Background: an optimization exercise with open tools, aiming at small area and a short achievable clock period. Do not read the settings as production practice.
At most, simulation tests tie the RTL to the original design; equivalence was not proved.
Function not checked in runs 1 to 4: the RTL went through the layout flow alone.

## flow/design.v (module list and top-level ports; edited modules follow where they fit)
// module rs_syn2: 1930 lines
// module reel_block_rx: 123 lines
module reel_block_rx (
  input  wire        clk,
  input  wire        rst,
  input  wire [39:0] in_data,
  input  wire        in_valid,
  output reg  [39:0] out_data,
  output reg         out_valid,
  output reg         stat_valid,
  output reg         stat_hdr_ok,
  output reg  [7:0]  stat_blk,
  output reg  [7:0]  stat_seq,
  output reg         stat_clean_a,
  output reg         stat_clean_b
);
  // ...
==> flow/run.sh <==
#!/bin/bash
# synth_recipe.tcl (not shown) runs the flow's synth.tcl, then flattens the netlist and writes it again
# the make line also repeats each setting of config.mk as NAME=value (left out here)
make -C /OpenROAD-flow-scripts/flow DESIGN_CONFIG=/design/flow/config.mk WORK_HOME=/design/flow/orfs CLKGATE_MAP_FILE= SYNTH_SCRIPT=/design/flow/synth_recipe.tcl finish
==> flow/config.mk <==
export PLATFORM = sky130hd
export DESIGN_NAME = reel_block_rx
export DESIGN_NICKNAME = reel_block_rx
export VERILOG_FILES = /design/flow/design.v
export SDC_FILE = /design/flow/constraint.sdc
export NUM_CORES = 4
export LEC_CHECK = 0
export CAP_MARGIN = 20
export CORE_MARGIN = 2
export CORE_UTILIZATION = 40
export SETUP_SLACK_MARGIN = 4.5
export SLEW_MARGIN = 20
==> flow/constraint.sdc <==
create_clock -name core_clock -period 7.0 [get_ports {clk}]
set_input_delay 1.4000 -clock core_clock [delete_from_list [all_inputs] [get_ports {clk}]]
set_output_delay 1.4000 -clock core_clock [all_outputs]
set_load 0.01 [all_outputs]
==> summary.md, run 1 <==
| Metric | Value |
|---|---|
| Dpl cells | `a little over 9000` |
| Layout non-clock buf frac | `4.25%` |
| Reg with most FFs | `scr` |
| Skew final | `29.2 ps` |
| Hold path endpoint | `stat_blk[0]` |
| Buffers, non-clock | `between 300 and 400` |
| Clock-cell share | `5.10%` |
| First-pass GRT wire length | `352000 um` |
| Largest register FFs | `58` |
| Gate Count Post-Synth | `6772` |
| Largest net degree at the start of global routing | `216` |
| Die H | `441 um` |
| Worst-Margin Slew | `between 1000 and 1500 ps` |
| Inserted Diodes | `1` |
| Max-slew violation count | `0` |
| Most frequent cells in the layout | `xnor2_1 (2777), edfxtp_1 (1010), nor2_1 (838)` |
| Core footprint | `between 150000 and 200000 sq um` |
| CTS max path bufs | `3` |
| Setup slack after placement | `2090 ps` |
| Delay-heaviest family, CP | `XOR/XNOR gates` |
| Vias in the first global route | `between 40000 and 50000` |
| 1st-pass router iterations | `5` |
| Initial core utilization | `40.2%` |
| ANT nets after route | `0` |
| Layout cells sized above 1 | `12.2%` |
| Synth warn | `2` |
| Routed via count | `50529` |
| Number of synthesized flops with an enable pin | `1010` |
| Status | `timing/DRC/antenna clean` |
| FP Rows | `160` |
| Worst-case reg-to-reg path depth | `9` |
| Non-clk invs | `89` |
| Max FO, Critical Path | `4` |
| Post-Synth XOR/XNOR Area | `approximately 42%` |
| WHS Path Cells | `0` |
| Critical-path cell list | `buf_2 > xnor2_4 > buf_6 > buf_4 > xor2_2 > xnor3_2 > xnor2_2 > xnor3_2 > buf_12 > xnor2_4 > xnor3_1` |
| Critical path startpoint | `in_data[35]` |
==> module reel_block_rx, before the edit <==
module reel_block_rx (
  input  wire        clk,
  input  wire        rst,
  input  wire [39:0] in_data,
  input  wire        in_valid,
  output reg  [39:0] out_data,
  output reg         out_valid,
  output reg         stat_valid,
  output reg         stat_hdr_ok,
  output reg  [7:0]  stat_blk,
  output reg  [7:0]  stat_seq,
  output reg         stat_clean_a,
  output reg         stat_clean_b
);
  localparam [47:0] CLAPPER  = 48'hF3A6_0C59_D21E;
  localparam [57:0] SCR_INIT = 58'h2C5_9A37_E1D0_64BB;
  function [15:0] crc16_40(input [15:0] c_in, input [39:0] bits);
    integer i;
    reg [15:0] c;
    reg        fb;
    begin
      c = c_in;
      for (i = 39; i >= 0; i = i - 1) begin
        fb = c[15] ^ bits[i];
        c  = {c[14:0], 1'b0} ^ (fb ? 16'h1021 : 16'h0000);
      end
      crc16_40 = c;
    end
  endfunction
  function [97:0] scramble40(input [57:0] s_in);
    integer i;
    reg [57:0] s;
    reg [39:0] ks;
    reg        f;
    begin
      s = s_in;
      for (i = 39; i >= 0; i = i - 1) begin
        f     = s[57] ^ s[38];
        ks[i] = f;
        s     = {s[56:0], f};
      end
      scramble40 = {s, ks};
    end
  endfunction
  localparam [97:0] SCR_W2 = scramble40(SCR_INIT);
  localparam [57:0] SCR2   = SCR_W2[97:40];
  wire take = in_valid && !rst;
  reg [8:0]  word;      
  reg [57:0] scr;
  wire [97:0] scr_adv = scramble40(scr);
  always @(posedge clk) begin
    if (rst) begin
      word <= 9'd0;
      scr  <= 58'd0;
    end else if (in_valid) begin
      if (word == 9'd447) begin
        word <= 9'd0;
        scr  <= 58'd0;
      end else begin
        word <= word + 9'd1;
        scr  <= (word == 9'd1) ? SCR2 : scr_adv[97:40];
      end
    end
  end
  wire [39:0] plain = in_data ^ scr[39:0];
  reg        pv, pw0, pw1, plast;
  always @(posedge clk) begin
    out_data  <= plain;
    pv        <= take;
    pw0       <= (word == 9'd0);
    pw1       <= (word == 9'd1);
    plast     <= (word == 9'd447);
    out_valid <= take && (word >= 9'd2) && (word < 9'd424);
  end
  localparam [15:0] CRC_FF = crc16_40(16'hFFFF, 40'd0);
  reg [15:0] bw;        
  reg        cl_hi;     
  reg        cl_lo;     
  reg [15:0] crc0;      
  reg        clap0;     
  reg [15:0] crc1;      
  reg        clap1;     
  reg [7:0]  blk_r, seq_r;
  always @(posedge clk) begin
    bw    <= crc16_40(16'h0000, plain);
    cl_hi <= (plain == CLAPPER[47:8]);
    cl_lo <= (plain[39:32] == CLAPPER[7:0]);
    if (pv && pw0) begin
      crc0  <= crc16_40(CRC_FF ^ bw, 40'd0);
      clap0 <= cl_hi;
    end
    if (pv && pw1) begin
      crc1  <= crc0 ^ bw;
      clap1 <= clap0 && cl_lo;
      blk_r <= out_data[31:24];
      seq_r <= out_data[23:16];
    end
    stat_hdr_ok <= clap1 && (crc1 == 16'd0);
    stat_blk    <= blk_r;
    stat_seq    <= seq_r;
  end
  wire zero_a, zero_b;
  rs_syn2 u_syn_a (
    .clk(clk), .en(pv), .first(pw0),
    .d_hi(plain[39:30]), .d_lo(plain[19:10]), .zero(zero_a)
  );
  rs_syn2 u_syn_b (
    .clk(clk), .en(pv), .first(pw0),
    .d_hi(plain[29:20]), .d_lo(plain[9:0]), .zero(zero_b)
  );
  reg end_pending;
  always @(posedge clk) begin
    if (rst) begin
      end_pending <= 1'b0;
      stat_valid  <= 1'b0;
    end else begin
      end_pending <= pv && plast;
      stat_valid  <= end_pending;
    end
    stat_clean_a <= zero_a;
    stat_clean_b <= zero_b;
  end
endmodule
==> run 2, diff against run 1 <==
--- a/flow/design.v
+++ b/flow/design.v
@@ -1921,17 +1921,28 @@
       s42 <= x42;
       s43 <= x43;
       s44 <= x44;
       s45 <= x45;
       s46 <= x46;
       s47 <= x47;
     end
   end
-  assign zero = ~|{s47, s46, s45, s44, s43, s42, s41, s40, s39, s38, s37, s36, s35, s34, s33, s32, s31, s30, s29, s28, s27, s26, s25, s24, s23, s22, s21, s20, s19, s18, s17, s16, s15, s14, s13, s12, s11, s10, s9, s8, s7, s6, s5, s4, s3, s2, s1, s0};
+  reg  [7:0] nz;    
+  always @(posedge clk) begin
+    nz[0] <= |{s5, s4, s3, s2, s1, s0};
+    nz[1] <= |{s11, s10, s9, s8, s7, s6};
+    nz[2] <= |{s17, s16, s15, s14, s13, s12};
+    nz[3] <= |{s23, s22, s21, s20, s19, s18};
+    nz[4] <= |{s29, s28, s27, s26, s25, s24};
+    nz[5] <= |{s35, s34, s33, s32, s31, s30};
+    nz[6] <= |{s41, s40, s39, s38, s37, s36};
+    nz[7] <= |{s47, s46, s45, s44, s43, s42};
+  end
+  assign zero = ~|nz;
 endmodule
 module reel_block_rx (
   input  wire        clk,
   input  wire        rst,
   input  wire [39:0] in_data,
   input  wire        in_valid,
   output reg  [39:0] out_data,
   output reg         out_valid,
@@ -1998,56 +2009,60 @@
     out_data  <= plain;
     pv        <= take;
     pw0       <= (word == 9'd0);
     pw1       <= (word == 9'd1);
     plast     <= (word == 9'd447);
     out_valid <= take && (word >= 9'd2) && (word < 9'd424);
   end
   localparam [15:0] CRC_FF = crc16_40(16'hFFFF, 40'd0);
+  reg [39:0] hq;        
   reg [15:0] bw;        
-  reg        cl_hi;     
-  reg        cl_lo;     
+  reg        qv0, qv1;  
   reg [15:0] crc0;      
   reg        clap0;     
   reg [15:0] crc1;      
   reg        clap1;     
   reg [7:0]  blk_r, seq_r;
   always @(posedge clk) begin
-    bw    <= crc16_40(16'h0000, plain);
-    cl_hi <= (plain == CLAPPER[47:8]);
-    cl_lo <= (plain[39:32] == CLAPPER[7:0]);
-    if (pv && pw0) begin
-      crc0  <= crc16_40(CRC_FF ^ bw, 40'd0);
-      clap0 <= cl_hi;
-    end
+    hq  <= in_data;
+    bw  <= crc16_40(16'h0000, hq);
+    qv0 <= pv && pw0;
+    qv1 <= pv && pw1;
+    if (pv && pw0)
+      clap0 <= (hq == CLAPPER[47:8]);
     if (pv && pw1) begin
-      crc1  <= crc0 ^ bw;
-      clap1 <= clap0 && cl_lo;
-      blk_r <= out_data[31:24];
-      seq_r <= out_data[23:16];
-    end
+      clap1 <= clap0 && (hq[39:32] == CLAPPER[7:0]);
+      blk_r <= hq[31:24];
+      seq_r <= hq[23:16];
+    end
+    if (qv0)
+      crc0 <= crc16_40(CRC_FF ^ bw, 40'd0);
+    if (qv1)
+      crc1 <= crc0 ^ bw;
     stat_hdr_ok <= clap1 && (crc1 == 16'd0);
     stat_blk    <= blk_r;
     stat_seq    <= seq_r;
   end
   wire zero_a, zero_b;
   rs_syn2 u_syn_a (
     .clk(clk), .en(pv), .first(pw0),
     .d_hi(plain[39:30]), .d_lo(plain[19:10]), .zero(zero_a)
   );
   rs_syn2 u_syn_b (
     .clk(clk), .en(pv), .first(pw0),
     .d_hi(plain[29:20]), .d_lo(plain[9:0]), .zero(zero_b)
   );
-  reg end_pending;
+  reg end_pending, end_2;
   always @(posedge clk) begin
     if (rst) begin
       end_pending <= 1'b0;
+      end_2       <= 1'b0;
       stat_valid  <= 1'b0;
     end else begin
       end_pending <= pv && plast;
-      stat_valid  <= end_pending;
+      end_2       <= end_pending;
+      stat_valid  <= end_2;
     end
     stat_clean_a <= zero_a;
     stat_clean_b <= zero_b;
   end
 endmodule
==> flow/config.mk (replaced) <==
export PLATFORM = sky130hd
export DESIGN_NAME = reel_block_rx
export DESIGN_NICKNAME = reel_block_rx
export VERILOG_FILES = /design/flow/design.v
export SDC_FILE = /design/flow/constraint.sdc
export NUM_CORES = 4
export LEC_CHECK = 0
export CAP_MARGIN = 20
export CORE_MARGIN = 2
export CORE_UTILIZATION = 40
export CTS_CLUSTER_DIAMETER = 100
export CTS_CLUSTER_SIZE = 20
export SETUP_SLACK_MARGIN = 4.45
export SLEW_MARGIN = 20
==> run 2 against run 1 <==
Net effect:
- still clean on timing, DRC and antenna
- fmax grew 25%
- clock skew grew 12 ps
- cell count shrank 1.5%
==> summary.md, run 2 <==
| Metric | Value |
|---|---|
| Mapped cell area | `just under 80000 sq um` |
| H-tree depth | `3` |
| DR DRC count | `0` |
| Max-slew violation count | `0 (unchanged)` |
| Worst-Margin Slew | `1200 ps (+28.2 ps)` |
| Most common cell after layout, fill and taps aside | `xnor2_1` |
| Layout cells sized above 1 | `7.02% (-5.2 points)` |
| Routed via count | `48464 (-4.1%)` |
| Largest family of logic cells by synthesized area | `XOR/XNOR gates` |
| Dominant cell by count in the synthesized netlist | `xnor2_1` |
| Clock-pin slew on the worst setup and hold paths | `~90 ps` |
| Layout Cells excl Fill | `9476` |
| IO buf count | `103` |
| Max FO, Critical Path | `1 (-3)` |
| CTS max path bufs | `3 (unchanged)` |
| Hold path endpoint | `stat_blk[1]` |
| Ys async rst share | `0%` |
| Worst-case reg-to-reg path depth | `6 (-3)` |
| Die Wd | `around 440 um` |
| Synth cell types | `43` |
| Slowest Stage Delay on Critical Path | `approximately 460 ps` |
| Setup slack after placement | `3440 ps (+1360 ps)` |
| Synth warn | `2 (unchanged)` |
| ANT nets after route | `0 (unchanged)` |
| Reg area | `36100 sq um` |
| Dpl cells | `9323 (+1.1%)` |
| Post-synth top area cell | `edfxtp_1` |
| GR Util met2 | `38.2%` |
| Register area share after synthesis | `46.4%` |
| DRT iter0 DRCs | `4928` |
| Busiest grt layer | `met2` |
| Area growth, synth to finish | `9.76%` |
| Clock Latency Late Sink | `730 ps` |
| Critical path data required time | `5600 ps` |
| Simple-Gate Fraction of Synth Area | `8.98%` |
| Met1 usage | `32.6%` |
| Post-synthesis register bit count | `around 1300` |
| Final GP Congestion | `0.868` |
| Die H | `444 um (+0.87%)` |
| CTS tree | `built` |
| Post-detailed-route wirelength per cell | `24.9 um` |
| Most common flop cell mapped by yosys | `edfxtp_1` |
| FMAX | `0.366 GHz` |
| Buf/Inv on CP | `1` |
| Final #Nets | `6963` |
| Synth Area in Adders | `less than 1%` |
| Critical-path cell list | `buf_6` |
| Fin crit period | `2730 ps` |
| Mapped Nets | `6942` |
| CTS root buffer | `clkbuf_16` |
| Top-level I/O count | `104` |
| Largest register FFs | `58 (unchanged)` |
| Vias in the first global route | `48268 (-1.8%)` |
| Fillers | `18074` |
| Critical path arrival | `1330 ps` |
| Most frequent cells in the layout | `xnor2_1 (2759), edfxtp_1 (1010), nor2_1 (840)` |
| Number of synthesized flops with an enable pin | `1010 (unchanged)` |
| Status | `timing/DRC/antenna clean` |
| RSZ-0062 raised after global routing | `yes` |
| Post-synth top area share | `39.1%` |
| Final setup margin | `4270 ps` |
| GRT overflow | `0` |
| Finished Cell Area | `85200 sq um` |
| Largest net degree at the start of global routing | `211 (-2.3%)` |
| GRT Util Overall | `23.4%` |
| Detailed placement HPWL | `159000 um` |
| Core footprint | `193000 sq um (+1.5%)` |
| Setup violations, final | `0` |
| Type of the worst setup path | `register to output pin` |
| Final worst path period share | `between 30% and 40%` |
| Average cell area after synthesis | `11.3 sq um` |
| Min-Delay Path Class | `register to register` |
| Post-Synth XOR/XNOR Area | `41.4% (-0.97 points)` |
| Die area | `a little under 200000 sq um` |
| Worst reg2reg setup slack | `4420 ps` |
| Post-synthesis mux area share | `0.0129%` |
| Post-synth top cells | `xnor2_1 (2788), edfxtp_1 (1010), nor2_1 (840)` |
| 1st-pass router iterations | `6 (+1)` |
| Delay-heaviest family, CP | `flip-flops` |
| Met3 Usage GRT | `about 2.7%` |
| Reg with most FFs | `scr` |
| Dpl cell area | `between 80000 and 90000 sq um` |
| Crit path max-delay cell type | `dfxtp_4` |
| Via/cell ratio | `roughly 5.1` |
| MaxCap Viol Count | `0` |
| WL final | `around 240000 um` |
| RR Endpoint | `u_syn_b.s35[3]` |
| Synth top area cells | `edfxtp_1 (39%), xnor2_1 (31%), xor2_1 (8.5%), dfxtp_1 (7.3%), nor2_1 (4.1%)` |
| Crit end category | `output pin` |
| First-pass GRT wire length | `342000 um (-2.8%)` |
| Initial antenna violation count | `1` |
| Final Hold Vio Count | `0` |
| Critical path startpoint | `out_data[37]` |
| Skew final | `41.3 ps (+12.1 ps)` |
| CTS buffer count | `77` |
| Biggest registers after layout | `scr (58), hq (40), out_data (40)` |
| FP Rows | `161 (+0.63%)` |
| CP Launch Type | `register` |
| Initial core utilization | `40.3% (+0.12 points)` |
| Slew headroom | `around a fifth` |
| Footprint of the multi-input gates | `40700 sq um` |
| Complex-gate fraction of the synthesized area | `0.727%` |
| Hold path startpoint | `blk_r[1]` |
| Total clock sinks | `1292` |
| Reg2reg start | `u_syn_b.rl8[3]` |
| WHS Path Cells | `0 (unchanged)` |
| Gate Count Post-Synth | `6867 (+1.4%)` |
| WHS | `around 350 ps` |
run 2: changes by cell type after synthesis, moves of 14 or more:
cell | previous run | this run
dfxtp_1 | 225 | 282
xor2_1 | 696 | 749
buf_2 | 0 | 21
and2_1 | 5 | 23
or4_1 | 12 | 37
buf_1 | 81 | 67
xnor2_1 | 2864 | 2788
nor4_1 | 236 | 196
nand4_1 | 71 | 46
nor3_1 | 4 | 29
nand2b_1 | 71 | 88
nand3_1 | 8 | 22
run 2: how the worst max path moves through the flow:
stage / endpoint / depth (start not counted) / slack, ps
2_1_floorplan: blk_r[0] / 1 / -1050
3_3_place_gp: scr[57] / 6 / 3490
3_5_place_dp: scr[13] / 6 / 3440
4_1_cts: out_data[37] / 1 / 4210
5_1_grt: out_data[37] / 1 / 4230
6_report: out_data[37] / 1 / 4270
run 2: logic make-up after synthesis:
| family | Yosys count |
|---|---|
| buffers and inverters | 399 |
| AOI/OAI and AO/OA | 97 |
| xor gates and xnor gates | 3590 |
| and+or+nand+nor | 1456 |
| muxes | 1 |
| DFF | 1292 |
| adders and majority gates | 32 |
run 2: repair_timing:
action | CTS | global route
setup buffers | 7 | 5
hold buffers | 0 | 0
gates resized for setup | 391 | 61
pin swaps | 5 | 6
setup endpoints to repair | 308 | 169
run 2: cell type report:
| type | instances | area share, % |
|---|---|---|
| antenna | 2 | 0.00588 |
| clock buffer | 125 | 2.58 |
| clock inverter | 14 | 0.260 |
| inverter | 81 | 0.366 |
| multi-input combinational | 5176 | 47.8 |
| sequential | 1292 | 42.4 |
| tap | 2526 | 3.71 |
| timing repair buffer | 260 | 2.85 |
run 2: stage by stage:
stage          utilization (%)  setup TNS [ps]
4_1_cts                   44.1               0
3_5_place_dp              42.6               0
3_3_place_gp              42.6               0
5_1_grt                   44.2               0
2_1_floorplan                -         -311590
6_report                  44.2               0
run 2: per-layer routing:
layer	up-vias	wire, um
met5	-	0
met4	0	8000
met3	275	12900
met2	1443	111000
met1	24437	105000
li1	22309	-
==> run 3, diff against run 2 <==
--- a/flow/config.mk
+++ b/flow/config.mk
@@ -7,8 +7,8 @@
 export LEC_CHECK = 0
 export CAP_MARGIN = 20
 export CORE_MARGIN = 2
-export CORE_UTILIZATION = 40
+export CORE_UTILIZATION = 60
 export CTS_CLUSTER_DIAMETER = 100
 export CTS_CLUSTER_SIZE = 20
-export SETUP_SLACK_MARGIN = 4.45
+export SETUP_SLACK_MARGIN = 4.5
 export SLEW_MARGIN = 20
==> run 3 against run 2 <==
Net effect:
- highest routed layer unchanged
- still clean
- non-clock buffer count decreased by 14
- setup slack improved by 100 ps
- fmax increased by 4.0%
- largest cell class unchanged
- wire length decreased by 6.6%
- final area decreased by 1.3%
- clock skew decreased by 12 ps
- via count increased by 1.6%
- sequential share of layout area increased by 0.52 points
- hold slack improved by 3.7 ps
==> summary.md, run 3 <==
| Metric | Value |
|---|---|
| Status | `timing/DRC/antenna clean` |
| Final worst path period share | `37.5% (-1.5 points)` |
| GRT overflow | `0 (unchanged)` |
| GRT Util Overall | `33.2% (+9.7 points)` |
| Clock Latency Late Sink | `730 ps (about the same)` |
| WHS | `351 ps (+3.69 ps)` |
| Fillers | `10118 (-44%)` |
| Largest family of logic cells by synthesized area | `XOR/XNOR gates` |
| Max FO, Critical Path | `1 (unchanged)` |
| Setup violations, final | `0 (unchanged)` |
| Fin crit period | `2630 ps (-104 ps)` |
| Final #Nets | `6946 (-0.24%)` |
| CP Launch Type | `register` |
| Layout Cells excl Fill | `8655 (-8.7%)` |
| DR DRC count | `0 (unchanged)` |
| Gate Count Post-Synth | `6867 (unchanged)` |
| Final GP Congestion | `0.890 (+2.5%)` |
| Final Hold Vio Count | `0 (unchanged)` |
| Core footprint | `128000 sq um (-34%)` |
| Synth Area in Adders | `0.516% (unchanged)` |
| Die area | `132000 sq um (-33%)` |
| Hold path startpoint | `blk_r[2]` |
| Delay-heaviest family, CP | `flip-flops` |
| Hold path endpoint | `stat_blk[2]` |
| Final setup margin | `4370 ps (+104 ps)` |
| CTS tree | `built` |
| RR Endpoint | `u_syn_a.s35[4]` |
| Buf/Inv on CP | `1 (unchanged)` |
| Post-synth top area share | `39.1% (unchanged)` |
| Post-synth top area cell | `edfxtp_1` |
| Mapped Nets | `6942 (unchanged)` |
| CTS root buffer | `clkbuf_16` |
| Reg2reg start | `u_syn_a.rh8[6]` |
| Average cell area after synthesis | `11.3 sq um (unchanged)` |
| Synth warn | `2 (unchanged)` |
| IO buf count | `103 (unchanged)` |
| Register area share after synthesis | `46.4% (unchanged)` |
| FMAX | `0.381 GHz (+4.0%)` |
| Most common cell after layout, fill and taps aside | `xnor2_1` |
| Total clock sinks | `1292 (unchanged)` |
| H-tree depth | `3 (unchanged)` |
| Number of synthesized flops with an enable pin | `1010 (unchanged)` |
| Area growth, synth to finish | `8.33%` |
| Die Wd | `364 um (-18%)` |
| Mapped cell area | `77600 sq um (unchanged)` |
| Hold buffers post-CTS | `0 (unchanged)` |
| Layout cells sized above 1 | `6.97% (-0.050 points)` |
| ANT nets after route | `0 (unchanged)` |
| Most common flop cell mapped by yosys | `edfxtp_1` |
| Worst-case reg-to-reg path depth | `6 (unchanged)` |
| Initial antenna violation count | `1 (unchanged)` |
| Post-synthesis register bit count | `1292 (unchanged)` |
| Reg area | `36100 sq um (about the same)` |
| Biggest registers after layout | `scr (58), hq (40), out_data (40)` |
| First-pass GRT wire length | `325000 um (-4.9%)` |
| Simple-Gate Fraction of Synth Area | `8.98% (unchanged)` |
| MaxCap Viol Count | `0 (unchanged)` |
| 1st-pass router iterations | `6 (unchanged)` |
| Crit path max-delay cell type | `dfxtp_4` |
| Crit end category | `output pin` |
| Synth top area cells | `edfxtp_1 (39%), xnor2_1 (31%), xor2_1 (8.5%), dfxtp_1 (7.3%), nor2_1 (4.1%)` |
| Largest net degree at the start of global routing | `203 (-3.8%)` |
| Most frequent cells in the layout | `xnor2_1 (2744), edfxtp_1 (1010), nor2_1 (839)` |
| Footprint of the multi-input gates | `41000 sq um (+0.61%)` |
| Slew headroom | `20.9% (+1.1 points)` |
| Complex-gate fraction of the synthesized area | `0.727% (unchanged)` |
| Vias in the first global route | `48438 (+0.35%)` |
| CTS max path bufs | `3 (unchanged)` |
| Slowest Stage Delay on Critical Path | `390 ps (-70 ps)` |
| FP Rows | `131 (-19%)` |
| Skew final | `28.8 ps (-12.5 ps)` |
| Post-Synth XOR/XNOR Area | `41.4% (unchanged)` |
| Max-slew violation count | `0 (unchanged)` |
| Critical path arrival | `1230 ps (-100 ps)` |
| Critical-path cell list | `buf_6` |
| Critical path data required time | `5600 ps (about the same)` |
| Reg with most FFs | `scr` |
| RSZ-0062 raised after global routing | `yes` |
| CTS buffer count | `74 (-3.9%)` |
| Ys async rst share | `0% (unchanged)` |
| Setup slack after placement | `3410 ps (-38.6 ps)` |
| Post-synth top cells | `xnor2_1 (2788), edfxtp_1 (1010), nor2_1 (840)` |
| Post-detailed-route wirelength per cell | `25.5 um (+2.3%)` |
| Min-Delay Path Class | `register to register` |
| Detailed placement HPWL | `148000 um (-6.9%)` |
| Initial core utilization | `60.6% (+20 points)` |
| Top-level I/O count | `104 (unchanged)` |
| Critical path startpoint | `out_data[21]` |
| Routed via count | `49217 (+1.6%)` |
| WL final | `221000 um (-6.6%)` |
| Clock-pin slew on the worst setup and hold paths | `80 ps (about the same)` |
| Inserted Diodes | `0 (-2)` |
| Setup_tns | `0 ps (unchanged)` |
| WHS Path Cells | `0 (unchanged)` |
| Worst reg2reg setup slack | `4500 ps (+80 ps)` |
| Post-synthesis mux area share | `0.0129% (unchanged)` |
| Type of the worst setup path | `register to output pin` |
| Via/cell ratio | `5.69 (+11%)` |
| Largest register FFs | `58 (unchanged)` |
| Die H | `364 um (-18%)` |
| Dominant cell by count in the synthesized netlist | `xnor2_1` |
| Synth cell types | `43 (unchanged)` |
| Dpl cells | `8512 (-8.7%)` |
| DRT iter0 DRCs | `6219 (+26%)` |
| Worst-Margin Slew | `1190 ps (-12.9 ps)` |
## run 3: cell count changes in the layout (fill, tap and decap cells not counted), sizes merged, moves of 2 or more
cell,change
clkbuf,-3
inv,-2
diode,-2
buf,-13
clkinvlp,-2
## run 3: worst reg2reg max path, delay by kind of cell, from the launching register on
kind,cells,cell delay (ps)
buf+inv,2,930
flops,1,310
xor+xnor,4,1010
## run 3: kinds of logic after synthesis
family | Yosys count
XOR/XNOR | 3590
AND/OR/NAND/NOR | 1456
flip-flops | 1292
buffers and inverters | 399
AO/OA/AOI/OAI | 97
adder cells (fa/ha/maj) | 32
multiplexers | 1
## run 3: layer usage
metal / up-vias / wire (um) / global-route usage [%]
li1: 22265 / - / -
met5: - / 0 / 0
met4: 0 / 4940 / 7.22
met3: 264 / 18400 / 4.37
met2: 2107 / 99300 / 51.1
met1: 24581 / 98200 / 50.0
## run 3: layout make-up
type                       count  area share (%)
clock buffer                 123            2.43
tap                         1729            2.57
sequential                  1292            42.9
multi-input combinational   5176            48.7
clock inverter                 8           0.152
inverter                      81           0.378
timing repair buffer         246            2.79
## run 3: repair_timing
action | 4_1_cts | 5_1_grt
gates cloned | 0 | 1
endpoints found under the setup margin | 476 | 388
resized for setup | 393 | 76
hold endpoints to repair | 0 | 0
pin swaps | 8 | 5
setup buffers | 8 | 3
## run 3: stage by stage
| step | util [%] | cell area (sq um) |
|---|---|---|
| after detailed placement | 63.3 | 81000 |
| final | 65.7 | 84100 |
| after CTS | 65.4 | 83700 |
| after global routing | 65.7 | 84100 |
| after floorplan | - | 77700 |
| after global placement | 63.3 | 81000 |
## run 3: worst max-delay path by stage
stage / end / slack (ps) / cells after the start
2_1_floorplan: blk_r[0] / -1050 / 1
3_3_place_gp: scr[57] / 3500 / 6
3_5_place_dp: u_syn_a.rh8[9] / 3410 / 4
4_1_cts: out_data[21] / 4290 / 1
5_1_grt: out_data[21] / 4340 / 1
6_report: out_data[21] / 4370 / 1
==> run 4, diff against run 3 <==
--- a/flow/config.mk
+++ b/flow/config.mk
@@ -7,8 +7,9 @@
 export LEC_CHECK = 0
 export CAP_MARGIN = 20
 export CORE_MARGIN = 2
-export CORE_UTILIZATION = 60
+export CORE_UTILIZATION = 40
 export CTS_CLUSTER_DIAMETER = 100
 export CTS_CLUSTER_SIZE = 20
+export PLACE_DENSITY = 0.8
 export SETUP_SLACK_MARGIN = 4.5
 export SLEW_MARGIN = 20
==> run 4 against run 3 <==
Net effect:
- non-clock buffer count grew 2
- clock skew increased by 15 ps
- first-iteration DRC count grew 2.7%
- fmax fell by 4.4%
- wire length decreased by 0.44%
- register-to-register slack barely moved
- cell count rose by 9.3%
- setup slack lost 120 ps
- critical path type unchanged
- highest routed layer is now met5
==> summary.md, run 4 <==
| Metric | Value |
|---|---|
| Status | `timing/DRC/antenna clean` |
| Largest register FFs | `58 (unchanged)` |
| Synth top area cells | `edfxtp_1 (39%), xnor2_1 (31%), xor2_1 (8.5%), dfxtp_1 (7.3%), nor2_1 (4.1%)` |
| Simple-Gate Fraction of Synth Area | `8.98% (unchanged)` |
| Top-level I/O count | `104 (unchanged)` |
| Critical path startpoint | `out_data[16]` |
| Min-Delay Path Class | `register to register` |
| Via/cell ratio | `5.30 (-6.7%)` |
| Synth warn | `2 (unchanged)` |
| Delay-heaviest family, CP | `flip-flops` |
| Worst reg2reg setup slack | `4510 ps (about the same)` |
| Most common flop cell mapped by yosys | `edfxtp_1` |
| Number of synthesized flops with an enable pin | `1010 (unchanged)` |
| Mapped Nets | `6942 (unchanged)` |
| Register area share after synthesis | `46.4% (unchanged)` |
| Most frequent cells in the layout | `xnor2_1 (2757), edfxtp_1 (1010), nor2_1 (839)` |
| Initial core utilization | `40.3% (-20 points)` |
| Crit end category | `output pin` |
| Final Hold Vio Count | `0 (unchanged)` |
| Post-synth top area share | `39.1% (unchanged)` |
| Average cell area after synthesis | `11.3 sq um (unchanged)` |
| Reg with most FFs | `scr` |
| Slowest Stage Delay on Critical Path | `480 ps (+90 ps)` |
| Critical path depth | `1 (unchanged)` |
| Critical-path cell list | `buf_6` |
| Post-detailed-route wirelength per cell | `23.3 um (-8.9%)` |
| Reg2reg start | `u_syn_a.rl8[1]` |
| Ys async rst share | `0% (unchanged)` |
| CP Launch Type | `register` |
| MaxCap Viol Count | `0 (unchanged)` |
| CP Capture Point | `out_data[16]` |
| Most common cell after layout, fill and taps aside | `xnor2_1` |
| Fin crit period | `2750 ps (+122 ps)` |
| Largest family of logic cells by synthesized area | `XOR/XNOR gates` |
| Area growth, synth to finish | `9.56%` |
| Setup_tns | `0 ps (unchanged)` |
| Post-synthesis mux area share | `0.0129% (unchanged)` |
| RSZ-0062 raised after global routing | `yes` |
| Slew headroom | `24.9% (+3.9 points)` |
| Critical path data required time | `5600 ps (about the same)` |
| CTS buffer count | `75 (+1.4%)` |
| Die Wd | `444 um (+22%)` |
| Synth cell types | `43 (unchanged)` |
| DRT iter0 DRCs | `6384 (+2.7%)` |
| Final worst path period share | `39.2% (+1.7 points)` |
| Setup slack after placement | `3150 ps (-255 ps)` |
| Worst-case reg-to-reg path depth | `4 (-2)` |
| Dpl cell area | `82000 sq um (+1.2%)` |
| Routed via count | `50145 (+1.9%)` |
| H-tree depth | `3 (unchanged)` |
| Dominant cell by count in the synthesized netlist | `xnor2_1` |
| Clock-pin slew on the worst setup and hold paths | `90 ps (about the same)` |
| Setup violations, final | `0 (unchanged)` |
| First-pass GRT wire length | `324000 um (-0.50%)` |
| Detailed placement HPWL | `144000 um (-2.4%)` |
| Clock Latency Late Sink | `750 ps (+20 ps)` |
| IO buf count | `103 (unchanged)` |
| GRT Util Overall | `21.6% (-12 points)` |
| Reg area | `36100 sq um (about the same)` |
| CTS root buffer | `clkbuf_16` |
| Gate Count Post-Synth | `6867 (unchanged)` |
| Post-synth top area cell | `edfxtp_1` |
| Critical path arrival | `1350 ps (+120 ps)` |
| Final #Nets | `6949 (+0.043%)` |
| Layout Utilization | `44.2% (-22 points)` |
| Footprint of the multi-input gates | `40900 sq um (-0.18%)` |
| FMAX | `0.364 GHz (-4.4%)` |
| Post-synth top cells | `xnor2_1 (2788), edfxtp_1 (1010), nor2_1 (840)` |
| Hold buffers post-CTS | `0 (unchanged)` |
| Total clock sinks | `1292 (unchanged)` |
| Biggest registers after layout | `scr (58), hq (40), out_data (40)` |
| Max-slew violation count | `0 (unchanged)` |
| FP Rows | `161 (+23%)` |
| Post-synthesis register bit count | `1292 (unchanged)` |
| WL final | `220000 um (-0.44%)` |
| Die area | `198000 sq um (+49%)` |
| Worst-Margin Slew | `1120 ps (-62.8 ps)` |
| Skew final | `43.9 ps (+15.1 ps)` |
| Layout cells sized above 1 | `6.83% (-0.15 points)` |
| Largest net degree at the start of global routing | `214 (+5.4%)` |
| Synth Area in Adders | `0.516% (unchanged)` |
| Post-Synth XOR/XNOR Area | `41.4% (unchanged)` |
| Max FO, Critical Path | `1 (unchanged)` |
| Die H | `444 um (+22%)` |
| GRT overflow | `0 (unchanged)` |
| Buf/Inv on CP | `1 (unchanged)` |
| Complex-gate fraction of the synthesized area | `0.727% (unchanged)` |
| Vias in the first global route | `49697 (+2.6%)` |
| CTS tree | `built` |
| Initial antenna violation count | `3 (+2)` |
| Final GP Congestion | `0.924 (+3.8%)` |
| 1st-pass router iterations | `5 (-1)` |
| DR DRC count | `0 (unchanged)` |
| Final setup margin | `4250 ps (-122 ps)` |
| Mapped cell area | `77600 sq um (unchanged)` |
| ANT nets after route | `0 (unchanged)` |
| Type of the worst setup path | `register to output pin` |
| Finished Cell Area | `85000 sq um (+1.1%)` |
| CTS max path bufs | `3 (unchanged)` |
| Crit path max-delay cell type | `dfxtp_4` |
| Core footprint | `193000 sq um (+50%)` |
| RR Endpoint | `u_syn_a.s46[1]` |
| Fillers | `17442 (+72%)` |
run 4: cell counts after synthesis:
No cell type changed its count.
run 4: per-layer routing:
layer  vias up  track usage, %  routed length, um
met5         -               0                 25
met4         4            12.2              14200
met3       543            3.85              19600
met2      2580            34.0             100000
met1     24754            28.0              86100
li1      22264               -                  -
run 4: per-stage QoR:
stage	cells	hold WS, ps
floorplan	6867	323
global placement	9309	324
detailed placement	9309	330
CTS	9446	346
global route	9456	352
finish	9456	340
run 4: how the worst min path moves through the flow:
stage	cells past startpoint	endpoint	start
global route	0	stat_seq[7]	seq_r[7]
finish	0	stat_blk[3]	blk_r[3]
detailed placement	0	stat_seq[7]	seq_r[7]
floorplan	0	stat_blk[0]	blk_r[0]
global placement	0	stat_seq[1]	seq_r[1]
CTS	0	stat_blk[0]	blk_r[0]
run 4: layout make-up:
type | count | area share [%]
multi-input cells | 5176 | 48.1
flip-flops and latches | 1292 | 42.5
well taps | 2526 | 3.72
repair buffers | 248 | 2.74
clock buffers | 120 | 2.41
inverters | 81 | 0.363
clock inverters | 12 | 0.187
diodes | 1 | 0.00294
run 4: kinds of logic after synthesis:
kind of cell / count (synthesis)
AND/OR/NAND/NOR: 1456
XOR/XNOR: 3590
buffers and inverters: 399
adder cells (fa/ha/maj): 32
AO/OA/AOI/OAI: 97
multiplexers: 1
flip-flops: 1292
run 4: repair_timing:
action,4_1_cts,5_1_grt
gates resized for setup,403,55
setup buffers,4,9
cloned,1,0
pin swaps,8,11
setup endpoints to repair,663,422
==> run 5, diff against run 4 <==
--- a/flow/design.v
+++ b/flow/design.v
@@ -2019,8 +2019,8 @@
   reg        qv0, qv1;  
   reg [15:0] crc0;      
   reg        clap0;     
-  reg [15:0] crc1;      
   reg        clap1;     
+  reg        hdr_r;     
   reg [7:0]  blk_r, seq_r;
   always @(posedge clk) begin
     hq  <= in_data;
@@ -2037,8 +2037,8 @@
     if (qv0)
       crc0 <= crc16_40(CRC_FF ^ bw, 40'd0);
     if (qv1)
-      crc1 <= crc0 ^ bw;
-    stat_hdr_ok <= clap1 && (crc1 == 16'd0);
+      hdr_r <= clap1 && ((crc0 ^ bw) == 16'd0);
+    stat_hdr_ok <= hdr_r;
     stat_blk    <= blk_r;
     stat_seq    <= seq_r;
   end
--- a/flow/config.mk
+++ b/flow/config.mk
@@ -7,9 +7,8 @@
 export LEC_CHECK = 0
 export CAP_MARGIN = 20
 export CORE_MARGIN = 2
-export CORE_UTILIZATION = 40
+export CORE_UTILIZATION = 60
 export CTS_CLUSTER_DIAMETER = 100
 export CTS_CLUSTER_SIZE = 20
-export PLACE_DENSITY = 0.8
-export SETUP_SLACK_MARGIN = 4.5
+export SETUP_SLACK_MARGIN = 4.6
 export SLEW_MARGIN = 20
==> run 5 against run 4 <==
Net effect:
- still clean
- clock skew decreased by 5.5 ps
- hold slack lost 7.9 ps
- final area is 0.96% lower
- count of clock-buffer cells in the layout grew 1
- die area fell by 34%
- register-to-register slack about the same
==> summary.md, run 5 <==
| Metric | Value |
|---|---|
| Hold buffers post-CTS | `0 (unchanged)` |
| Top-level I/O count | `104 (unchanged)` |
| Vias in the first global route | `48104 (-3.2%)` |
| Layout Utilization | `66.0% (+22 points)` |
| Largest register FFs | `58 (unchanged)` |
| Skew final | `38.4 ps (-5.45 ps)` |
| Dpl cell area | `80600 sq um (-1.7%)` |
| CTS buffer count | `73 (-2.7%)` |
| Type of the worst setup path | `register to output pin` |
| Worst-Margin Slew | `1130 ps (+8.51 ps)` |
| Setup violations, final | `0 (unchanged)` |
| CP Launch Type | `register` |
| Average cell area after synthesis | `11.2 sq um (-0.71%)` |
| Status | `timing/DRC/antenna clean` |
| Ys async rst share | `0% (unchanged)` |
| M1 WL | `92900 um (+7.9%)` |
| Largest net degree at the start of global routing | `185 (-14%)` |
| Die Wd | `362 um (-18%)` |
| Synth top area cells | `edfxtp_1 (39%), xnor2_1 (32%), xor2_1 (8.5%), dfxtp_1 (7.3%), nor2_1 (4.1%)` |
| Die area | `131000 sq um (-34%)` |
| Post-synth top area share | `38.8% (-0.31 points)` |
| Most frequent cells in the layout | `xnor2_1 (2777), edfxtp_1 (995), nor2_1 (851)` |
| CTS tree | `built` |
| Die H | `362 um (-18%)` |
| Reg with most FFs | `scr` |
| RSZ-0062 raised after global routing | `yes` |
| GRT Util Overall | `34.3% (+13 points)` |
| WL met2 | `109000 um (+8.6%)` |
| Area growth, synth to finish | `9.27%` |
| CTS max path bufs | `3 (unchanged)` |
| Clock Latency Late Sink | `730 ps (-20 ps)` |
| Inserted Diodes | `0 (-1)` |
| H-tree depth | `3 (unchanged)` |
| FMAX | `0.384 GHz (+5.5%)` |
| Core footprint | `128000 sq um (-34%)` |
| Initial antenna violation count | `3 (unchanged)` |
| Routed via count | `48694 (-2.9%)` |
| WHS | `332 ps (-7.86 ps)` |
| Detailed placement HPWL | `149000 um (+3.7%)` |
| Register area share after synthesis | `46.1% (-0.26 points)` |
| Dominant cell by count in the synthesized netlist | `xnor2_1` |
| Critical-path cell list | `buf_6` |
| Critical path data required time | `5600 ps (about the same)` |
| Finished Cell Area | `84200 sq um (-0.96%)` |
| Layout cells sized above 1 | `7.84% (+1.0 points)` |
| Max-slew violation count | `0 (unchanged)` |
| Clock-pin slew on the worst setup and hold paths | `90 ps (about the same)` |
| Number of synthesized flops with an enable pin | `995 (-1.5%)` |
| ANT nets after route | `0 (unchanged)` |
| Min-Delay Path Class | `register to register` |
| Final GP Congestion | `0.906 (-1.9%)` |
| DRT iter0 DRCs | `5428 (-15%)` |
| Mapped cell area | `77100 sq um (-0.69%)` |
| Synth warn | `2 (unchanged)` |
| Initial core utilization | `60.4% (+20 points)` |
| CTS root buffer | `clkbuf_16` |
| 1st-pass router iterations | `5 (unchanged)` |
| Slowest Stage Delay on Critical Path | `380 ps (-100 ps)` |
| Buf/Inv on CP | `1 (unchanged)` |
| Fin crit period | `2600 ps (-143 ps)` |
| Via/cell ratio | `5.65 (+6.5%)` |
| First-pass GRT wire length | `330000 um (+2.1%)` |
| Final Hold Vio Count | `0 (unchanged)` |
| Post-synthesis register bit count | `1277 (-1.2%)` |
| Slew headroom | `24.0% (-0.86 points)` |
| DR DRC count | `0 (unchanged)` |
| Post-synth top area cell | `edfxtp_1` |
| Final worst path period share | `37.2% (-2.0 points)` |
| FP Rows | `131 (-19%)` |
| Gate Count Post-Synth | `6868 (+0.015%)` |
| Total clock sinks | `1277 (-1.2%)` |
| Mapped Nets | `6943 (+0.014%)` |
| WL final | `228000 um (+3.5%)` |
| Post-synth top cells | `xnor2_1 (2846), edfxtp_1 (995), nor2_1 (852)` |
| MaxCap Viol Count | `0 (unchanged)` |
| Delay-heaviest family, CP | `flip-flops` |
| Most common cell after layout, fill and taps aside | `xnor2_1` |
| Final #Nets | `6982 (+0.47%)` |
| Met3 wire length | `14700 um (-25%)` |
| Max FO, Critical Path | `1 (unchanged)` |
| Biggest registers after layout | `scr (58), hq (40), out_data (40)` |
| Synth cell types | `44 (+2.3%)` |
| Crit path max-delay cell type | `dfxtp_2` |
| Critical path arrival | `1200 ps (-150 ps)` |
| Most common flop cell mapped by yosys | `edfxtp_1` |
| IO buf count | `103 (unchanged)` |
| GRT overflow | `0 (unchanged)` |
| Post-detailed-route wirelength per cell | `26.4 um (+14%)` |
| Crit end category | `output pin` |
| Top sig layer | `met4` |
## run 5: cell types whose count changed after synthesis, sizes merged, moves of 23 or more
cell,before,now
nand2,43,11
xnor2,2792,2854
nor3,29,6
nand2b,88,111
nor2b,93,118
a21oi,36,60
a22oi,30,0
## run 5: cell families (layout without fill, tap and decap cells)
family | count (synthesis) | count (layout) | synth area share (%)
DFF | 1277 | 1277 | 46.1
xor gates and xnor gates | 3631 | 3631 | 41.8
and+or+nand+nor | 1443 | 1444 | 9.04
buffers and inverters | 393 | 484 | 1.94
AOI/OAI and AO/OA | 91 | 91 | 0.601
adders and majority gates | 32 | 32 | 0.520
muxes | 1 | 1 | 0.0146
## run 5: final cells by class
cell class	count	area, sq um
Fill cell	10023	43300
Multi-Input combinational cell	5199	41400
Sequential cell	1277	35600
Timing Repair Buffer	279	2640
Tap cell	1662	2080
Clock buffer	121	2010
Inverter	77	289
Clock inverter	7	125
## run 5: layer usage
metal,track usage (%),up-vias
li1,-,22231
met1,45.8,24179
met2,56.5,1888
met3,3.77,396
met4,14.9,0
met5,0,-
## run 5: path summary, 6_finish.rpt
path	depth (start not counted)	to	slack [ps]	from
worst max register to register	6	bw[6]	4520	hq[38]
worst min register to register	0	stat_seq[0]	330	seq_r[0]
worst max-delay path	1	out_data[31]	4400	out_data[31]
worst min-delay path	0	stat_seq[0]	330	seq_r[0]
## run 5: metrics by stage
stage | setup slack, ps | TNS, ps | cells
final | 4400 | 0 | 8622
after global routing | 4350 | 0 | 8622
after CTS | 4280 | 0 | 8603
after detailed placement | 3700 | 0 | 8455
after global placement | 3520 | 0 | 8455
after floorplan | -1050 | -311590 | 6868
## run 5: what timing repair did
item                                    CTS  global route
gates resized for setup                 422            86
pin swaps                                18            16
buffers inserted                         19            17
endpoints found under the setup margin  655           253
gates cloned                              1             2
==> run 6, diff against run 5 <==
--- a/flow/config.mk
+++ b/flow/config.mk
@@ -7,8 +7,8 @@
 export LEC_CHECK = 0
 export CAP_MARGIN = 20
 export CORE_MARGIN = 2
-export CORE_UTILIZATION = 60
-export CTS_CLUSTER_DIAMETER = 100
-export CTS_CLUSTER_SIZE = 20
+export CORE_UTILIZATION = 75
+export CTS_CLUSTER_DIAMETER = 60
+export CTS_CLUSTER_SIZE = 30
 export SETUP_SLACK_MARGIN = 4.6
 export SLEW_MARGIN = 20
==> run 6 against run 5 <==
Net effect:
- still clean
- critical path depth is the same
- non-clock buffer count shrank 1
- wire length fell by 2.6%
- clock skew up 8.0 ps
- global-route usage up 6.8 points
- count of clock-buffer cells in the layout is 3 lower
- cell count down 2.5%
- hold slack got worse by 30 ps
- fmax down 1.7%
- synthesized cell count did not move
- critical path type unchanged
==> summary.md, run 6 <==
| Metric | Value |
|---|---|
| GR Util met2 | `65.3% (+8.8 points)` |
| Max FO, Critical Path | `1 (unchanged)` |
| Largest net degree at the start of global routing | `192 (+3.8%)` |
| Setup slack after placement | `3480 ps (-220 ps)` |
| Final #Nets | `7017 (+0.50%)` |
| Hold buffers post-CTS | `0 (unchanged)` |
| CTS tree | `built` |
| Met3 Usage GRT | `6.73% (+3.0 points)` |
| ANT nets after route | `0 (unchanged)` |
| Fillers | `5725 (-43%)` |
| RSZ-0062 raised after global routing | `yes` |
| Slew headroom | `15.8% (-8.2 points)` |
| MaxCap Viol Count | `0 (unchanged)` |
| Synth top area cells | `edfxtp_1 (39%), xnor2_1 (32%), xor2_1 (8.5%), dfxtp_1 (7.3%), nor2_1 (4.1%)` |
| Post-synth top area cell | `edfxtp_1` |
| Initial core utilization | `75.6% (+15 points)` |
| CTS max path bufs | `3 (unchanged)` |
| Post-synth top area share | `38.8% (unchanged)` |
| Min-Delay Path Class | `register to register` |
| Ys async rst share | `0% (unchanged)` |
| WHS | `303 ps (-29.8 ps)` |
| Die Wd | `325 um (-10%)` |
| DR DRC count | `0 (unchanged)` |
| Dominant cell by count in the synthesized netlist | `xnor2_1` |
| Most frequent cells in the layout | `xnor2_1 (2769), edfxtp_1 (995), nor2_1 (851)` |
| Critical path startpoint | `out_data[12]` |
| CTS root buffer | `clkbuf_16` |
| Delay-heaviest family, CP | `flip-flops` |
| Critical-path cell list | `buf_6` |
| Synth warn | `2 (unchanged)` |
| Busiest grt layer | `met2` |
| Final worst path period share | `37.8% (+0.63 points)` |
| CP Launch Type | `register` |
| Top-level I/O count | `104 (unchanged)` |
| Slowest Stage Delay on Critical Path | `380 ps (about the same)` |
| Average cell area after synthesis | `11.2 sq um (unchanged)` |
| Met1 usage | `53.2% (+7.4 points)` |
| Die H | `325 um (-10%)` |
| Register area share after synthesis | `46.1% (unchanged)` |
| Layout Utilization | `84.2% (+18 points)` |
| Buf/Inv on CP | `1 (unchanged)` |
| Number of synthesized flops with an enable pin | `995 (unchanged)` |
| Setup violations, final | `0 (unchanged)` |
| Most common flop cell mapped by yosys | `edfxtp_1` |
| Via/cell ratio | `6.13 (+8.5%)` |
| Gate Count Post-Synth | `6868 (unchanged)` |
| Biggest registers after layout | `scr (58), hq (40), out_data (40)` |
| Post-synthesis register bit count | `1277 (unchanged)` |
| Skew final | `46.4 ps (+7.97 ps)` |
| Clock-pin slew on the worst setup and hold paths | `100 ps (about the same)` |
| Clock Latency Late Sink | `750 ps (+20 ps)` |
| IO buf count | `103 (unchanged)` |
| Dpl cell area | `80200 sq um (-0.51%)` |
| Hold path startpoint | `blk_r[7]` |
| Final setup margin | `4350 ps (-44.0 ps)` |
| Reg2reg start | `hq[33]` |
| DRT iter0 DRCs | `7197 (+33%)` |
| Routed via count | `51506 (+5.8%)` |
| H-tree depth | `3 (unchanged)` |
| Mapped cell area | `77100 sq um (unchanged)` |
| GRT overflow | `0 (unchanged)` |
| Crit path max-delay cell type | `dfxtp_4` |
| Critical path data required time | `5600 ps (about the same)` |
| First-pass GRT wire length | `325000 um (-1.5%)` |
| Initial antenna violation count | `0 (-3)` |
| Largest register FFs | `58 (unchanged)` |
| Crit end category | `output pin` |
| Final Hold Vio Count | `0 (unchanged)` |
| Die area | `105000 sq um (-20%)` |
| FP Rows | `117 (-11%)` |
| Detailed placement HPWL | `144000 um (-3.9%)` |
| Type of the worst setup path | `register to output pin` |
| Vias in the first global route | `51187 (+6.4%)` |
| WL final | `222000 um (-2.6%)` |
| Layout cells sized above 1 | `9.59% (+1.7 points)` |
| CTS buffer count | `109 (+49%)` |
| Worst-Margin Slew | `1250 ps (+123 ps)` |
| Fin crit period | `2650 ps (+44.0 ps)` |
| Most common cell after layout, fill and taps aside | `xnor2_1` |
| Status | `timing/DRC/antenna clean` |
| Post-detailed-route wirelength per cell | `26.4 um (about the same)` |
| GRT Util Overall | `41.0% (+6.8 points)` |
| Core footprint | `102000 sq um (-20%)` |
| Post-synth top cells | `xnor2_1 (2846), edfxtp_1 (995), nor2_1 (852)` |
| Critical path arrival | `1250 ps (+50 ps)` |
| Max-slew violation count | `0 (unchanged)` |
| Finished Cell Area | `85800 sq um (+1.9%)` |
| Synth cell types | `44 (unchanged)` |
| Reg with most FFs | `scr` |
| FMAX | `0.378 GHz (-1.7%)` |
| 1st-pass router iterations | `6 (+1)` |
| Total clock sinks | `1277 (unchanged)` |
| Final GP Congestion | `0.931 (+2.7%)` |
| Worst reg2reg setup slack | `4480 ps (-40 ps)` |
| Inserted Diodes | `0 (unchanged)` |
| Mapped Nets | `6943 (unchanged)` |
| Area growth, synth to finish | `11.3%` |
-- run 6: cell counts after synthesis --
Identical to the previous run, type by type.
-- run 6: path summary, 6_finish.rpt --
check | cells after the start | endpoint
setup / recovery | 1 | out_data[12]
hold / removal | 0 | stat_blk[7]
setup reg to reg | 7 | bw[11]
hold reg to reg | 0 | stat_blk[7]
-- run 6: cell type report --
cell class | count | area [sq um] | area share (%)
multi-input cells | 5199 | 41600 | 48.5
repair buffers | 278 | 2620 | 3.06
inverters | 77 | 289 | 0.337
flip-flops and latches | 1277 | 35700 | 41.6
clock inverters | 89 | 1070 | 1.25
clock buffers | 118 | 2840 | 3.30
well taps | 1368 | 1710 | 2.00
-- run 6: kinds of logic after synthesis --
| kind of cell | count (synthesis) | share of synthesized area (%) |
|---|---|---|
| AO/OA/AOI/OAI | 91 | 0.601 |
| XOR/XNOR | 3631 | 41.8 |
| adder cells (fa/ha/maj) | 32 | 0.520 |
| buffers and inverters | 393 | 1.94 |
| flip-flops | 1277 | 46.1 |
| multiplexers | 1 | 0.0146 |
| AND/OR/NAND/NOR | 1443 | 9.04 |
-- run 6: per-stage QoR --
| stage | instances | setup TNS, ps |
|---|---|---|
| 6_report | 8406 | 0 |
| 5_1_grt | 8406 | 0 |
| 4_1_cts | 8390 | 0 |
| 3_5_place_dp | 8160 | 0 |
| 3_3_place_gp | 8160 | 0 |
| 2_1_floorplan | 6868 | -311590 |
-- run 6: routing by layer --
layer  up-vias  wire length, um  share of wire [%]
li1      22412                -                  -
met1     25207            81700                 37
met2      3117           103000                 47
met3       770            21100                9.5
met4         0            15600                7.1
met5         -                0                  0
-- run 6: repair_timing --
item | 4_1_cts | 5_1_grt
gates cloned | 1 | 1
pin swaps | 20 | 25
setup endpoints to repair | 659 | 183
gates resized for setup | 442 | 100
buffers inserted | 22 | 15
==> run 7, diff against run 6 <==
--- a/flow/config.mk
+++ b/flow/config.mk
@@ -8,7 +8,8 @@
 export CAP_MARGIN = 20
 export CORE_MARGIN = 2
 export CORE_UTILIZATION = 75
-export CTS_CLUSTER_DIAMETER = 60
-export CTS_CLUSTER_SIZE = 30
-export SETUP_SLACK_MARGIN = 4.6
+export CTS_CLUSTER_DIAMETER = 100
+export CTS_CLUSTER_SIZE = 20
+export PLACE_DENSITY = 0.85
+export SETUP_SLACK_MARGIN = 4.55
 export SLEW_MARGIN = 20
==> run 7 against run 6 <==
Net effect:
- sequential share of layout area is 1.2 points higher
- die area unchanged
- global-route usage is 0.21 points lower
- register-to-register slack worse by 30 ps
- critical path depth stayed put
- flip-flop and latch count stayed put
- utilization down 2.4 points
- wire length decreased by 1.1%
- clock skew shrank 10 ps
- final area fell by 2.8%
- critical path type unchanged
- critical endpoint is now out_data[16]
- highest routed layer unchanged
==> summary.md, run 7 <==
| Metric | Value |
|---|---|
| Status | `timing/DRC/antenna clean` |
| Most frequent cells in the layout | `xnor2_1 (2790), edfxtp_1 (995), nor2_1 (851)` |
| Dpl cells | `8155 (-0.061%)` |
| Critical path depth | `1 (unchanged)` |
| Dominant cell by count in the synthesized netlist | `xnor2_1` |
| Crit end category | `output pin` |
| Synth top area cells | `edfxtp_1 (39%), xnor2_1 (32%), xor2_1 (8.5%), dfxtp_1 (7.3%), nor2_1 (4.1%)` |
| Total clock sinks | `1277 (unchanged)` |
| Biggest registers after layout | `scr (58), hq (40), out_data (40)` |
| Slowest Stage Delay on Critical Path | `370 ps (about the same)` |
| Type of the worst setup path | `register to output pin` |
| Worst reg2reg setup slack | `4450 ps (-30 ps)` |
| Gate Count Post-Synth | `6868 (unchanged)` |
| RR Endpoint | `bw[6]` |
| Post-synthesis register bit count | `1277 (unchanged)` |
| Dpl cell area | `80100 sq um (-0.16%)` |
| Post-synth top area share | `38.8% (unchanged)` |
| Most common cell after layout, fill and taps aside | `xnor2_1` |
| FP Rows | `117 (unchanged)` |
| Die H | `325 um (unchanged)` |
| Slew headroom | `15.6% (-0.13 points)` |
| Post-synth top cells | `xnor2_1 (2846), edfxtp_1 (995), nor2_1 (852)` |
| Final GP Congestion | `0.952 (+2.2%)` |
| CTS buffer count | `73 (-33%)` |
| Core footprint | `102000 sq um (unchanged)` |
| Die Wd | `325 um (unchanged)` |
| Worst-Margin Slew | `1260 ps (+2.00 ps)` |
| WL final | `219000 um (-1.1%)` |
| Simple-Gate Fraction of Synth Area | `9.04% (unchanged)` |
| CP Capture Point | `out_data[16]` |
| Layout Cells excl Fill | `8308 (-1.2%)` |
| Reg with most FFs | `scr` |
| Final worst path period share | `36.7% (-1.1 points)` |
| Complex-gate fraction of the synthesized area | `0.601% (unchanged)` |
| Clock-pin slew on the worst setup and hold paths | `90 ps (about the same)` |
| Setup violations, final | `0 (unchanged)` |
| Finished Cell Area | `83400 sq um (-2.8%)` |
| Via/cell ratio | `6.13 (about the same)` |
| MaxCap Viol Count | `0 (unchanged)` |
| Post-Synth XOR/XNOR Area | `41.8% (unchanged)` |
| Top-level I/O count | `104 (unchanged)` |
| Inserted Diodes | `0 (unchanged)` |
| Final #Nets | `6963 (-0.77%)` |
| Synth cell types | `44 (unchanged)` |
| GRT overflow | `0 (unchanged)` |
| DR DRC count | `0 (unchanged)` |
| Max-slew violation count | `0 (unchanged)` |
| Layout cells sized above 1 | `7.12% (-2.5 points)` |
| Detailed placement HPWL | `144000 um (+0.57%)` |
| Post-synth top area cell | `edfxtp_1` |
| RSZ-0062 raised after global routing | `yes` |
| Register area share after synthesis | `46.1% (unchanged)` |
| Reg2reg start | `hq[38]` |
| Largest net degree at the start of global routing | `216 (+13%)` |
| Final Hold Vio Count | `0 (unchanged)` |
| CTS tree | `built` |
| CTS root buffer | `clkbuf_16` |
| IO buf count | `103 (unchanged)` |
| Post-synthesis mux area share | `0.0146% (unchanged)` |
| Routed via count | `50925 (-1.1%)` |
| Die area | `105000 sq um (unchanged)` |
| Number of synthesized flops with an enable pin | `995 (unchanged)` |
| Largest family of logic cells by synthesized area | `XOR/XNOR gates` |
| 1st-pass router iterations | `6 (unchanged)` |
| Area growth, synth to finish | `8.18%` |
| Min-Delay Path Class | `register to register` |
| Mapped cell area | `77100 sq um (unchanged)` |
| Vias in the first global route | `50642 (-1.1%)` |
| Delay-heaviest family, CP | `flip-flops` |
| Hold buffers post-CTS | `0 (unchanged)` |
| GRT Util Overall | `40.8% (-0.21 points)` |
| Synth warn | `2 (unchanged)` |
| Critical-path cell list | `buf_6` |
| Buf/Inv on CP | `1 (unchanged)` |
| Crit path max-delay cell type | `dfxtp_4` |
| CTS max path bufs | `3 (unchanged)` |
| ANT nets after route | `0 (unchanged)` |
| Post-detailed-route wirelength per cell | `26.4 um (about the same)` |
| Critical path data required time | `5600 ps (about the same)` |
| First-pass GRT wire length | `323000 um (-0.83%)` |
| Fin crit period | `2570 ps (-77.5 ps)` |
| Skew final | `36.3 ps (-10.1 ps)` |
| Average cell area after synthesis | `11.2 sq um (unchanged)` |
| WHS | `338 ps (+35.1 ps)` |
| Mapped Nets | `6943 (unchanged)` |
| Critical path arrival | `1170 ps (-80 ps)` |
| Fillers | `6185 (+8.0%)` |
| WHS Path Cells | `0 (unchanged)` |
| Critical path startpoint | `out_data[16]` |
| Synth Area in Adders | `0.520% (unchanged)` |
| DRT iter0 DRCs | `6802 (-5.5%)` |
| Ys async rst share | `0% (unchanged)` |
| Initial core utilization | `75.6% (unchanged)` |
| Worst-case reg-to-reg path depth | `9 (+2)` |
| Most common flop cell mapped by yosys | `edfxtp_1` |
| CP Launch Type | `register` |
| Final setup margin | `4430 ps (+77.5 ps)` |
| Initial antenna violation count | `0 (unchanged)` |
| Largest register FFs | `58 (unchanged)` |
| H-tree depth | `3 (unchanged)` |
| Max FO, Critical Path | `1 (unchanged)` |
| Clock Latency Late Sink | `710 ps (-40 ps)` |
| Setup slack after placement | `3550 ps (+73.3 ps)` |
| Layout Utilization | `81.8% (-2.4 points)` |
| FMAX | `0.389 GHz (+3.0%)` |
## run 7: cell count changes in the layout (fill, tap and decap cells not counted), sizes merged
cell	change
and2	-1
buf	-19
bufbuf	+2
clkbuf	+1
clkinv	-26
clkinvlp	-10
inv	-46
nor2	+1
## run 7: cell families after synthesis
logic type	Yosys count
XOR/XNOR	3631
AND/OR/NAND/NOR	1443
flip-flops	1277
buffers and inverters	393
AO/OA/AOI/OAI	91
adder cells (fa/ha/maj)	32
multiplexers	1
## run 7: metrics by stage
step,setup TNS (ps)
finish,0
global route,0
CTS,0
detailed placement,0
global placement,0
floorplan,-311590
## run 7: worst min-delay path by stage
stage / start / endpoint / slack [ps]
CTS: blk_r[7] / stat_blk[7] / 340
detailed placement: blk_r[7] / stat_blk[7] / 330
global route: blk_r[7] / stat_blk[7] / 350
floorplan: blk_r[0] / stat_blk[0] / 320
global placement: blk_r[2] / stat_blk[2] / 320
finish: blk_r[7] / stat_blk[7] / 340
## run 7: final cells by class
type | instances | area [sq um] | share of cell area (%)
clock buffer | 120 | 2020 | 2.43
clock inverter | 7 | 80.1 | 0.0960
inverter | 77 | 289 | 0.347
multi-input combinational | 5199 | 41200 | 49.4
sequential | 1277 | 35600 | 42.7
tap | 1368 | 1710 | 2.05
timing repair buffer | 260 | 2450 | 2.94
## run 7: per-layer routing
metal | wire (um) | vias to the layer above | global-route usage, %
met1 | 80200 | 24869 | 52.1
met4 | 16900 | 0 | 25.9
met5 | 0 | - | 0
li1 | - | 22205 | -
met3 | 20800 | 781 | 6.51
met2 | 101000 | 3070 | 65.3
## run 7: repair_timing
| action | in CTS | in global routing |
|---|---|---|
| buffers inserted | 14 | 9 |
| resized for setup | 387 | 93 |
| cloned | 2 | 1 |
| setup endpoints to repair | 645 | 209 |
| pin swaps | 13 | 17 |
| hold endpoints to repair | 0 | 0 |

[port drivers added, routing unchanged]
No port has a modelled driver above. Below, the same layouts with a new extraction and two added sets of constraints.
Step 1 (the two cells are an assumption about what drives the block):
set clk [get_ports {clk}]
set_driving_cell -lib_cell sky130_fd_sc_hd__clkbuf_16 $clk
set_driving_cell -lib_cell sky130_fd_sc_hd__buf_2 [delete_from_list [all_inputs] $clk]
Step 2, shift: input delay + t, output delay - t, t = (earliest + latest rising clock arrival at the registers) / 2. This alone moves slack from input paths to output paths.
Slacks: no drivers / after step 1 / after step 2; pairs: no drivers / after step 1.
| run | t (ns) | slack for setup (ns) | worst setup path at the end | worst slew at a driven data input, ns |
|---|---|---|---|---|
| run 1 | 0.875 | 3.594 / 3.661 / 2.787 | input to register | 0.07 |
| run 2 | 0.814 | 4.270 / 4.181 / 3.723 | input to register | 0.07 |
| run 3 | 0.790 | 4.374 / 4.299 / 3.794 | input to register | 0.06 |
| run 4 | 0.809 | 4.252 / 4.165 / 3.777 | input to register | 0.09 |
| run 5 | 0.790 | 4.395 / 4.319 / 3.854 | input to register | 0.05 |
| run 6 | 0.812 | 4.351 / 4.270 / 3.849 | input to register | 0.06 |
| run 7 | 0.764 | 4.429 / 4.351 / 3.789 | input to register | 0.05 |
After both steps setup and hold are still met in every run listed. The setup slack of run 1, which loses most, moves by +0.067 ns with the drivers and by -0.807 ns with both steps.
